Source: an optimization exercise on an open RTL-to-GDS flow (aim: small area, a short achievable clock period and few clock cycles per item). Production flows keep margins and buffers that such runs may drop. Only simulation tests tie the RTL to the original design; equivalence was not proved.

--- flow/constraint.sdc ---
create_clock -name core_clock -period 11.0 [get_ports {clk}]
set_input_delay 2.2000 -clock core_clock [delete_from_list [all_inputs] [get_ports {clk}]]
set_output_delay 2.2000 -clock core_clock [all_outputs]
set_load 0.01 [all_outputs]
--- flow/run.sh ---
#!/bin/bash
# synth_recipe.tcl (not shown) runs the flow's synth.tcl, then flattens the netlist and writes it again
# the make line also repeats each setting of config.mk as NAME=value (left out here)
make -C /OpenROAD-flow-scripts/flow DESIGN_CONFIG=/design/flow/config.mk WORK_HOME=/design/flow/orfs CLKGATE_MAP_FILE= SYNTH_SCRIPT=/design/flow/synth_recipe.tcl finish
--- flow/config.mk ---
export PLATFORM = sky130hd
export DESIGN_NAME = dge_lane
export DESIGN_NICKNAME = dge_lane
export VERILOG_FILES = /design/flow/design.v
export SDC_FILE = /design/flow/constraint.sdc
export NUM_CORES = 8
export LEC_CHECK = 0
export CAP_MARGIN = 20
export CORE_MARGIN = 2
export CORE_UTILIZATION = 30
export PLACE_DENSITY = 0.5
export SLEW_MARGIN = 20
export SYNTH_MEMORY_MAX_BITS = 16384
--- flow/design.v ---
module dge_lane (
    input  wire          clk,
    input  wire          rst,          
    input  wire          in_valid,
    output wire          in_ready,
    input  wire          in_first,     
    input  wire          in_alg,       
    input  wire [1023:0] in_block,     
    output reg           out_valid,
    output reg  [255:0]  out_digest
);
    localparam [1:0] S_IDLE  = 2'd0,
                     S_ROUND = 2'd1,
                     S_FINAL = 2'd2;
    reg  [1:0]  state;
    reg  [6:0]  round;
    reg         alg;                   
    reg  [63:0] hv [0:7];              
    reg  [63:0] wv [0:7];              
    reg  [63:0] w  [0:15];             
    assign in_ready = (state == S_IDLE);
    wire accept = in_valid && in_ready;
    reg [63:0] k512;
    always @(*) begin
        case (round)
            7'd0: k512 = 64'h428a2f98d728ae22;
            7'd1: k512 = 64'h7137449123ef65cd;
            7'd2: k512 = 64'hb5c0fbcfec4d3b2f;
            7'd3: k512 = 64'he9b5dba58189dbbc;
            7'd4: k512 = 64'h3956c25bf348b538;
            7'd5: k512 = 64'h59f111f1b605d019;
            7'd6: k512 = 64'h923f82a4af194f9b;
            7'd7: k512 = 64'hab1c5ed5da6d8118;
            7'd8: k512 = 64'hd807aa98a3030242;
            7'd9: k512 = 64'h12835b0145706fbe;
            7'd10: k512 = 64'h243185be4ee4b28c;
            7'd11: k512 = 64'h550c7dc3d5ffb4e2;
            7'd12: k512 = 64'h72be5d74f27b896f;
            7'd13: k512 = 64'h80deb1fe3b1696b1;
            7'd14: k512 = 64'h9bdc06a725c71235;
            7'd15: k512 = 64'hc19bf174cf692694;
            7'd16: k512 = 64'he49b69c19ef14ad2;
            7'd17: k512 = 64'hefbe4786384f25e3;
            7'd18: k512 = 64'h0fc19dc68b8cd5b5;
            7'd19: k512 = 64'h240ca1cc77ac9c65;
            7'd20: k512 = 64'h2de92c6f592b0275;
            7'd21: k512 = 64'h4a7484aa6ea6e483;
            7'd22: k512 = 64'h5cb0a9dcbd41fbd4;
            7'd23: k512 = 64'h76f988da831153b5;
            7'd24: k512 = 64'h983e5152ee66dfab;
            7'd25: k512 = 64'ha831c66d2db43210;
            7'd26: k512 = 64'hb00327c898fb213f;
            7'd27: k512 = 64'hbf597fc7beef0ee4;
            7'd28: k512 = 64'hc6e00bf33da88fc2;
            7'd29: k512 = 64'hd5a79147930aa725;
            7'd30: k512 = 64'h06ca6351e003826f;
            7'd31: k512 = 64'h142929670a0e6e70;
            7'd32: k512 = 64'h27b70a8546d22ffc;
            7'd33: k512 = 64'h2e1b21385c26c926;
            7'd34: k512 = 64'h4d2c6dfc5ac42aed;
            7'd35: k512 = 64'h53380d139d95b3df;
            7'd36: k512 = 64'h650a73548baf63de;
            7'd37: k512 = 64'h766a0abb3c77b2a8;
            7'd38: k512 = 64'h81c2c92e47edaee6;
            7'd39: k512 = 64'h92722c851482353b;
            7'd40: k512 = 64'ha2bfe8a14cf10364;
            7'd41: k512 = 64'ha81a664bbc423001;
            7'd42: k512 = 64'hc24b8b70d0f89791;
            7'd43: k512 = 64'hc76c51a30654be30;
            7'd44: k512 = 64'hd192e819d6ef5218;
            7'd45: k512 = 64'hd69906245565a910;
            7'd46: k512 = 64'hf40e35855771202a;
            7'd47: k512 = 64'h106aa07032bbd1b8;
            7'd48: k512 = 64'h19a4c116b8d2d0c8;
            7'd49: k512 = 64'h1e376c085141ab53;
            7'd50: k512 = 64'h2748774cdf8eeb99;
            7'd51: k512 = 64'h34b0bcb5e19b48a8;
            7'd52: k512 = 64'h391c0cb3c5c95a63;
            7'd53: k512 = 64'h4ed8aa4ae3418acb;
            7'd54: k512 = 64'h5b9cca4f7763e373;
            7'd55: k512 = 64'h682e6ff3d6b2b8a3;
            7'd56: k512 = 64'h748f82ee5defb2fc;
            7'd57: k512 = 64'h78a5636f43172f60;
            7'd58: k512 = 64'h84c87814a1f0ab72;
            7'd59: k512 = 64'h8cc702081a6439ec;
            7'd60: k512 = 64'h90befffa23631e28;
            7'd61: k512 = 64'ha4506cebde82bde9;
            7'd62: k512 = 64'hbef9a3f7b2c67915;
            7'd63: k512 = 64'hc67178f2e372532b;
            7'd64: k512 = 64'hca273eceea26619c;
            7'd65: k512 = 64'hd186b8c721c0c207;
            7'd66: k512 = 64'heada7dd6cde0eb1e;
            7'd67: k512 = 64'hf57d4f7fee6ed178;
            7'd68: k512 = 64'h06f067aa72176fba;
            7'd69: k512 = 64'h0a637dc5a2c898a6;
            7'd70: k512 = 64'h113f9804bef90dae;
            7'd71: k512 = 64'h1b710b35131c471b;
            7'd72: k512 = 64'h28db77f523047d84;
            7'd73: k512 = 64'h32caab7b40c72493;
            7'd74: k512 = 64'h3c9ebe0a15c9bebc;
            7'd75: k512 = 64'h431d67c49c100d4c;
            7'd76: k512 = 64'h4cc5d4becb3e42b6;
            7'd77: k512 = 64'h597f299cfc657e2a;
            7'd78: k512 = 64'h5fcb6fab3ad6faec;
            7'd79: k512 = 64'h6c44198c4a475817;
            default: k512 = 64'h0;
        endcase
    end
    reg [31:0] k256;
    always @(*) begin
        case (round[5:0])
            6'd0: k256 = 32'h428a2f98;
            6'd1: k256 = 32'h71374491;
            6'd2: k256 = 32'hb5c0fbcf;
            6'd3: k256 = 32'he9b5dba5;
            6'd4: k256 = 32'h3956c25b;
            6'd5: k256 = 32'h59f111f1;
            6'd6: k256 = 32'h923f82a4;
            6'd7: k256 = 32'hab1c5ed5;
            6'd8: k256 = 32'hd807aa98;
            6'd9: k256 = 32'h12835b01;
            6'd10: k256 = 32'h243185be;
            6'd11: k256 = 32'h550c7dc3;
            6'd12: k256 = 32'h72be5d74;
            6'd13: k256 = 32'h80deb1fe;
            6'd14: k256 = 32'h9bdc06a7;
            6'd15: k256 = 32'hc19bf174;
            6'd16: k256 = 32'he49b69c1;
            6'd17: k256 = 32'hefbe4786;
            6'd18: k256 = 32'h0fc19dc6;
            6'd19: k256 = 32'h240ca1cc;
            6'd20: k256 = 32'h2de92c6f;
            6'd21: k256 = 32'h4a7484aa;
            6'd22: k256 = 32'h5cb0a9dc;
            6'd23: k256 = 32'h76f988da;
            6'd24: k256 = 32'h983e5152;
            6'd25: k256 = 32'ha831c66d;
            6'd26: k256 = 32'hb00327c8;
            6'd27: k256 = 32'hbf597fc7;
            6'd28: k256 = 32'hc6e00bf3;
            6'd29: k256 = 32'hd5a79147;
            6'd30: k256 = 32'h06ca6351;
            6'd31: k256 = 32'h14292967;
            6'd32: k256 = 32'h27b70a85;
            6'd33: k256 = 32'h2e1b2138;
            6'd34: k256 = 32'h4d2c6dfc;
            6'd35: k256 = 32'h53380d13;
            6'd36: k256 = 32'h650a7354;
            6'd37: k256 = 32'h766a0abb;
            6'd38: k256 = 32'h81c2c92e;
            6'd39: k256 = 32'h92722c85;
            6'd40: k256 = 32'ha2bfe8a1;
            6'd41: k256 = 32'ha81a664b;
            6'd42: k256 = 32'hc24b8b70;
            6'd43: k256 = 32'hc76c51a3;
            6'd44: k256 = 32'hd192e819;
            6'd45: k256 = 32'hd6990624;
            6'd46: k256 = 32'hf40e3585;
            6'd47: k256 = 32'h106aa070;
            6'd48: k256 = 32'h19a4c116;
            6'd49: k256 = 32'h1e376c08;
            6'd50: k256 = 32'h2748774c;
            6'd51: k256 = 32'h34b0bcb5;
            6'd52: k256 = 32'h391c0cb3;
            6'd53: k256 = 32'h4ed8aa4a;
            6'd54: k256 = 32'h5b9cca4f;
            6'd55: k256 = 32'h682e6ff3;
            6'd56: k256 = 32'h748f82ee;
            6'd57: k256 = 32'h78a5636f;
            6'd58: k256 = 32'h84c87814;
            6'd59: k256 = 32'h8cc70208;
            6'd60: k256 = 32'h90befffa;
            6'd61: k256 = 32'ha4506ceb;
            6'd62: k256 = 32'hbef9a3f7;
            6'd63: k256 = 32'hc67178f2;
            default: k256 = 32'h0;
        endcase
    end
    localparam [511:0] IV512 = {
        64'h22312194fc2bf72c, 64'h9f555fa3c84c64c2, 64'h2393b86b6f53b151, 64'h963877195940eabd,
        64'h96283ee2a88effe3, 64'hbe5e1e2553863992, 64'h2b0199fc2c85b8aa, 64'h0eb72ddc81c52ca2};
    localparam [511:0] IV256 = {
        64'h6a09e667, 64'hbb67ae85, 64'h3c6ef372, 64'ha54ff53a,
        64'h510e527f, 64'h9b05688c, 64'h1f83d9ab, 64'h5be0cd19};
    wire [511:0] iv = in_alg ? IV512 : IV256;
    wire [31:0] a32 = wv[0][31:0], b32 = wv[1][31:0], c32 = wv[2][31:0], d32 = wv[3][31:0];
    wire [31:0] e32 = wv[4][31:0], f32 = wv[5][31:0], g32 = wv[6][31:0], h32 = wv[7][31:0];
    wire [31:0] s1_256  = {e32[5:0], e32[31:6]} ^ {e32[10:0], e32[31:11]} ^ {e32[24:0], e32[31:25]};
    wire [31:0] s0_256  = {a32[1:0], a32[31:2]} ^ {a32[12:0], a32[31:13]} ^ {a32[21:0], a32[31:22]};
    wire [31:0] ch_256  = (e32 & f32) ^ (~e32 & g32);
    wire [31:0] maj_256 = (a32 & b32) ^ (a32 & c32) ^ (b32 & c32);
    wire [31:0] t1_256  = h32 + s1_256 + ch_256 + k256 + w[0][31:0];
    wire [31:0] t2_256  = s0_256 + maj_256;
    wire [31:0] w1_32  = w[1][31:0];
    wire [31:0] w14_32 = w[14][31:0];
    wire [31:0] ws0_256 = {w1_32[6:0], w1_32[31:7]} ^ {w1_32[17:0], w1_32[31:18]} ^ (w1_32 >> 3);
    wire [31:0] ws1_256 = {w14_32[16:0], w14_32[31:17]} ^ {w14_32[18:0], w14_32[31:19]} ^ (w14_32 >> 10);
    wire [31:0] wn_256  = ws1_256 + w[9][31:0] + ws0_256 + w[0][31:0];
    wire [63:0] a64 = wv[0], e64 = wv[4], w1 = w[1], w14 = w[14];
    wire [63:0] s1_512  = {e64[13:0], e64[63:14]} ^ {e64[17:0], e64[63:18]} ^ {e64[40:0], e64[63:41]};
    wire [63:0] s0_512  = {a64[27:0], a64[63:28]} ^ {a64[33:0], a64[63:34]} ^ {a64[38:0], a64[63:39]};
    wire [63:0] ch_512  = (wv[4] & wv[5]) ^ (~wv[4] & wv[6]);
    wire [63:0] maj_512 = (wv[0] & wv[1]) ^ (wv[0] & wv[2]) ^ (wv[1] & wv[2]);
    wire [63:0] t1_512  = wv[7] + s1_512 + ch_512 + k512 + w[0];
    wire [63:0] t2_512  = s0_512 + maj_512;
    wire [63:0] ws0_512 = {w1[0:0], w1[63:1]} ^ {w1[7:0], w1[63:8]} ^ (w1 >> 7);
    wire [63:0] ws1_512 = {w14[18:0], w14[63:19]} ^ {w14[60:0], w14[63:61]} ^ (w14 >> 6);
    wire [63:0] wn_512  = ws1_512 + w[9] + ws0_512 + w[0];
    wire [63:0] new_a = alg ? (t1_512 + t2_512)  : {32'h0, t1_256 + t2_256};
    wire [63:0] new_e = alg ? (wv[3] + t1_512)   : {32'h0, d32 + t1_256};
    wire [63:0] new_w = alg ? wn_512             : {32'h0, wn_256};
    wire [6:0]  last_round = alg ? 7'd79 : 7'd63;
    reg  [63:0] hsum [0:7];
    integer j;
    always @(*) begin
        for (j = 0; j < 8; j = j + 1) begin
            if (alg)
                hsum[j] = hv[j] + wv[j];
            else
                hsum[j] = {32'h0, hv[j][31:0] + wv[j][31:0]};
        end
    end
    wire next_alg = in_first ? in_alg : alg;
    always @(posedge clk) begin
        if (rst) begin
            state     <= S_IDLE;
            round     <= 7'd0;
            out_valid <= 1'b0;
        end else begin
            out_valid <= 1'b0;
            case (state)
                S_IDLE: begin
                    if (accept) begin
                        state <= S_ROUND;
                        round <= 7'd0;
                    end
                end
                S_ROUND: begin
                    round <= round + 7'd1;
                    if (round == last_round)
                        state <= S_FINAL;
                end
                S_FINAL: begin
                    state     <= S_IDLE;
                    out_valid <= 1'b1;
                end
                default: state <= S_IDLE;
            endcase
        end
    end
    integer i;
    always @(posedge clk) begin
        case (state)
            S_IDLE: begin
                if (accept) begin
                    alg <= next_alg;
                    for (i = 0; i < 16; i = i + 1) begin
                        if (next_alg)
                            w[i] <= in_block[1023 - 64*i -: 64];
                        else
                            w[i] <= {32'h0, in_block[1023 - 32*i -: 32]};
                    end
                    for (i = 0; i < 8; i = i + 1) begin
                        if (in_first) begin
                            hv[i] <= iv[511 - 64*i -: 64];
                            wv[i] <= iv[511 - 64*i -: 64];
                        end else begin
                            wv[i] <= hv[i];
                        end
                    end
                end
            end
            S_ROUND: begin
                wv[0] <= new_a;
                wv[1] <= wv[0];
                wv[2] <= wv[1];
                wv[3] <= wv[2];
                wv[4] <= new_e;
                wv[5] <= wv[4];
                wv[6] <= wv[5];
                wv[7] <= wv[6];
                for (i = 0; i < 15; i = i + 1)
                    w[i] <= w[i + 1];
                w[15] <= new_w;
            end
            S_FINAL: begin
                for (i = 0; i < 8; i = i + 1)
                    hv[i] <= hsum[i];
                if (alg)
                    out_digest <= {hsum[0], hsum[1], hsum[2], hsum[3]};
                else
                    out_digest <= {hsum[0][31:0], hsum[1][31:0], hsum[2][31:0], hsum[3][31:0],
                                   hsum[4][31:0], hsum[5][31:0], hsum[6][31:0], hsum[7][31:0]};
            end
            default: ;
        endcase
    end
endmodule
==> run notes <==
metrics by stage:
stage | std cells | worst slack (ns) | utilization (%) | cell area, um^2
finish | 28500 | 0.566 | 35.7 | 211000
global route | 28400 | 0.251 | 35.7 | 211000
CTS | 28400 | 0.583 | 35.6 | 210000
detailed placement | 27800 | 0.703 | 33.9 | 200000
global placement | 27800 | 0.700 | 33.9 | 200000
floorplan | 19500 | -14.88 | - | 178000
critical path, delay by kind of cell, from the launching register on:
family / cells / cell delay, ns
AO/OA/AOI/OAI: 18 / 3.08
XOR/XNOR: 4 / 1.52
adder cells (fa/ha/maj): 7 / 2.88
buffers and inverters: 7 / 1.04
flip-flops: 1 / 0.57
AND/OR/NAND/NOR: 4 / 1.02
registers in the layout, summed over array words and instances, names as in the netlist:
name,flops
out_valid,1
state,2
k512,64
k256,32
alg,1
wv,512
w,1024
hv,512
out_digest,256
round,7
synthesized netlist by cell type, types with 82 or more instances:
cell / n / area [um^2]
nand2_1: 3264 / 12300
edfxtp_1: 2305 / 69200
nor2_1: 1591 / 5970
a21oi_1: 1526 / 7640
o21ai_0: 1486 / 7440
clkbuf_1: 1165 / 4370
xnor2_1: 1111 / 9730
ha_1: 900 / 11300
inv_1: 755 / 2830
a31oi_1: 702 / 4390
fa_1: 578 / 11600
a21o_1: 520 / 3900
xor2_1: 424 / 3710
nor3_1: 327 / 1640
o22ai_1: 248 / 1550
nand3_1: 245 / 1230
o21bai_1: 155 / 1160
nor2b_1: 151 / 945
mux2i_1: 146 / 1460
nand2b_1: 137 / 857
a211oi_1: 134 / 1010
nand4_1: 125 / 782
o21a_1: 111 / 833
dfxtp_1: 106 / 2120
and3_1: 101 / 632
o211ai_1: 82 / 616
cells in the final DEF, fill, tap and decap left out, drive strengths merged, types with 146 or more instances in the layout:
| master | instances |
|---|---|
| buf | 478 |
| fa | 578 |
| a31oi | 704 |
| nand3 | 245 |
| o21bai | 155 |
| nor2b | 151 |
| a21oi | 1526 |
| xor2 | 424 |
| ha | 900 |
| nand2 | 3264 |
| nor3 | 327 |
| a21o | 524 |
| clkbuf | 410 |
| edfxtp | 2305 |
| nor2 | 1592 |
| xnor2 | 1111 |
| inv | 774 |
| mux2i | 146 |
| o21ai | 1549 |
| diode | 148 |
| clkdlybuf4s50 | 1285 |
| o22ai | 249 |
per-layer routing:
metal / up-vias / GRT usage [%]
met4: 124 / 30.8
li1: 71300 / -
met2: 9620 / 53.7
met5: - / 0
met1: 82900 / 41.0
met3: 2557 / 7.65
cells by family after synthesis:
family / share of synthesized area, %
simple gates: 14.5
fa+ha+maj: 13.0
mux: 1.33
xor+xnor: 7.57
compound gates: 19.1
flops: 40.1
buf+inv: 4.31
area by class of cell:
class | count | share of cell area, %
multi-input cells | 15000 | 47.2
repair buffers | 1765 | 8.01
inverters | 764 | 1.38
diodes | 148 | 0.176
clock inverters | 161 | 0.801
clock buffers | 408 | 3.98
flip-flops and latches | 2411 | 33.8
well taps | 7810 | 4.64
worst max-delay path by stage:
stage / end / slack [ns] / cells past startpoint
after floorplan: w[0][0] / -14.88 / 2
after global placement: wv[0][62] / 0.70 / 40
after detailed placement: wv[0][58] / 0.70 / 40
after CTS: wv[0][62] / 0.58 / 40
after global routing: wv[0][62] / 0.25 / 40
final: wv[0][62] / 0.57 / 40
==> impl_metrics.env <==
export IMPL_detailed_place_hpwl_um=872000
export IMPL_report_final_setup_viol=0
export IMPL_post_cts_hold_buffer_count=0
export IMPL_ff2ff_path_depth=40
export IMPL_gr_util_all_layers_pct=34.9
export IMPL_startpoint="wv[4][18]"
export IMPL_total_of_cells_resized_after_clock_tree_synthesis=0
export IMPL_synth_lib_cells_used_distinct=118
export IMPL_area_growth_synth_to_final_pct=18.5
export IMPL_max_cap_violations=0
export IMPL_period_minus_slack_ns=10.43
export IMPL_remaining_drc_errors=0
export IMPL_worst_setup_path_start_kind="flop"
export IMPL_vias_per_cell=5.84
export IMPL_run_status="finished clean"
export IMPL_crit_required_ns=11.72
export IMPL_die_x_um=774
export IMPL_synth_warnings=5
export IMPL_maxSlewHeadroom_pct=8.41
export IMPL_critical_path_slowest_cell="or4_1"
export IMPL_worst_r2r_setup_slack_ns=0.57
export IMPL_wl_met2_um=477000
export IMPL_rsz_0062_raised_after_global_routing="no"
export IMPL_avgRoutedWirePerCell_um=38.2
export IMPL_coreArea_um2=590000
export IMPL_iter_0_drt_violations=21400
export IMPL_ctsRootBufferMaster="clkbuf_16"
export IMPL_depth_of_the_worst_hold_timing_path=2
export IMPL_detailedRoute_firstPassIterationCount=7
export IMPL_grt_start_max_net_pins=239
export IMPL_drive_above_1_share_pct=5.84
export IMPL_rows=282
export IMPL_syn_avg_cell_area_um2=9.14
export IMPL_grt_pass1_wl_um=1430000
export IMPL_route_met3_wl_um=93400
export IMPL_totalWireLength_um=1090000
export IMPL_fin_setup_tns_ns=0
export IMPL_ff_latch_area_um2=71300
export IMPL_ctsLongestPathBuffers=4
export IMPL_critical_path_max_fanout=6
export IMPL_whs_endpoint="w[14][34]"
export IMPL_clkLatencyLatePin_ns=1.07
export IMPL_postRouteAntennaNets=0
export IMPL_grt_pass1_vias=158000
export IMPL_die_area_um2=599000
export IMPL_worstReg2RegStart="wv[4][18]"
export IMPL_cts_tree="built"
export IMPL_io_buffers=1286
export IMPL_crit_path_end_kind="flop"
export IMPL_die_height_um=774
export IMPL_crit_reg2reg_capture="wv[0][62]"
export IMPL_worst_setup_path_type="reg2reg"
export IMPL_ys_flop_type="edfxtp_1"
export IMPL_synth_yosys_seq_area_share_pct=40.1
export IMPL_timing_final_max_slew_violations=0
export IMPL_post_cts_setup_buffer_count=0
export IMPL_cp_arrival_ns=11.15
export IMPL_synth_cell_area_um2=178000
export IMPL_cts_inserted_buffers=316
export IMPL_hold_viol_final=0
export IMPL_synth_nets=22000
export IMPL_clock_skew_ns=0.0944
export IMPL_area_of_the_multi_input_gates_um2=99500
export IMPL_number_of_inserted_filler_cells_in_the_final_layout=61100
export IMPL_yosys_register_bits=2411
export IMPL_min_period_over_period_pct=94.9
export IMPL_detailroute_via_count=167000
export IMPL_routed_top_layer="met5"
export IMPL_cts_num_sinks=2411
export IMPL_synthArstFlopShare_pct=0
export IMPL_synth_enable_flop_cells=2305
export IMPL_pin_count=1287
export IMPL_max_stage_delay_ns=0.58
export IMPL_whs_ns=0.510
export IMPL_timing_hold_worst_start="w[15][34]"
export IMPL_clk_transition_reported_paths_ns=0.06
export IMPL_cts_htree_levels=5
export IMPL_tightest_slew_ns=1.36
export IMPL_finalNetCount=22800
export IMPL_kind_of_path_behind_the_tightest_hold_check="reg2reg"
export IMPL_floorplan_initialDensity_pct=30.1
export IMPL_antenna_found_initial=257
export IMPL_syn_instance_count=19500
export IMPL_total_congestion_overflow=0
export IMPL_globalplace_congestion=1.06
export IMPL_wl_met1_um=400000
export IMPL_max_clock_freq_mhz=95.8
Testbench counts, summed over its fixed seeds: cycles 132,506, items 1,785.

[re-timing with driven ports]
The results above use ideal ports. As a check the final layout listed here was re-extracted and re-timed, cells and wires unchanged. Step 1: set_driving_cell puts a clkbuf_16 on clk and a buf_2 on each other input, an assumption about the parent block. Step 2, shift: input delay + t, output delay - t, t = (earliest + latest rising clock arrival at the registers) / 2. This alone moves slack from input paths to output paths. a / b / c = ideal / step 1 / step 2; a / b = the first two.
shift t [ns]: 1.156
slack for setup (ns): 0.566 / 0.566 / 0.566
worst setup path at the end: register to register
cell pins on the clock port's net: 1
After both steps setup and hold are still met in this run. For this run, drivers alone change the setup slack by 0.000 ns; drivers and shift together by 0.000 ns.
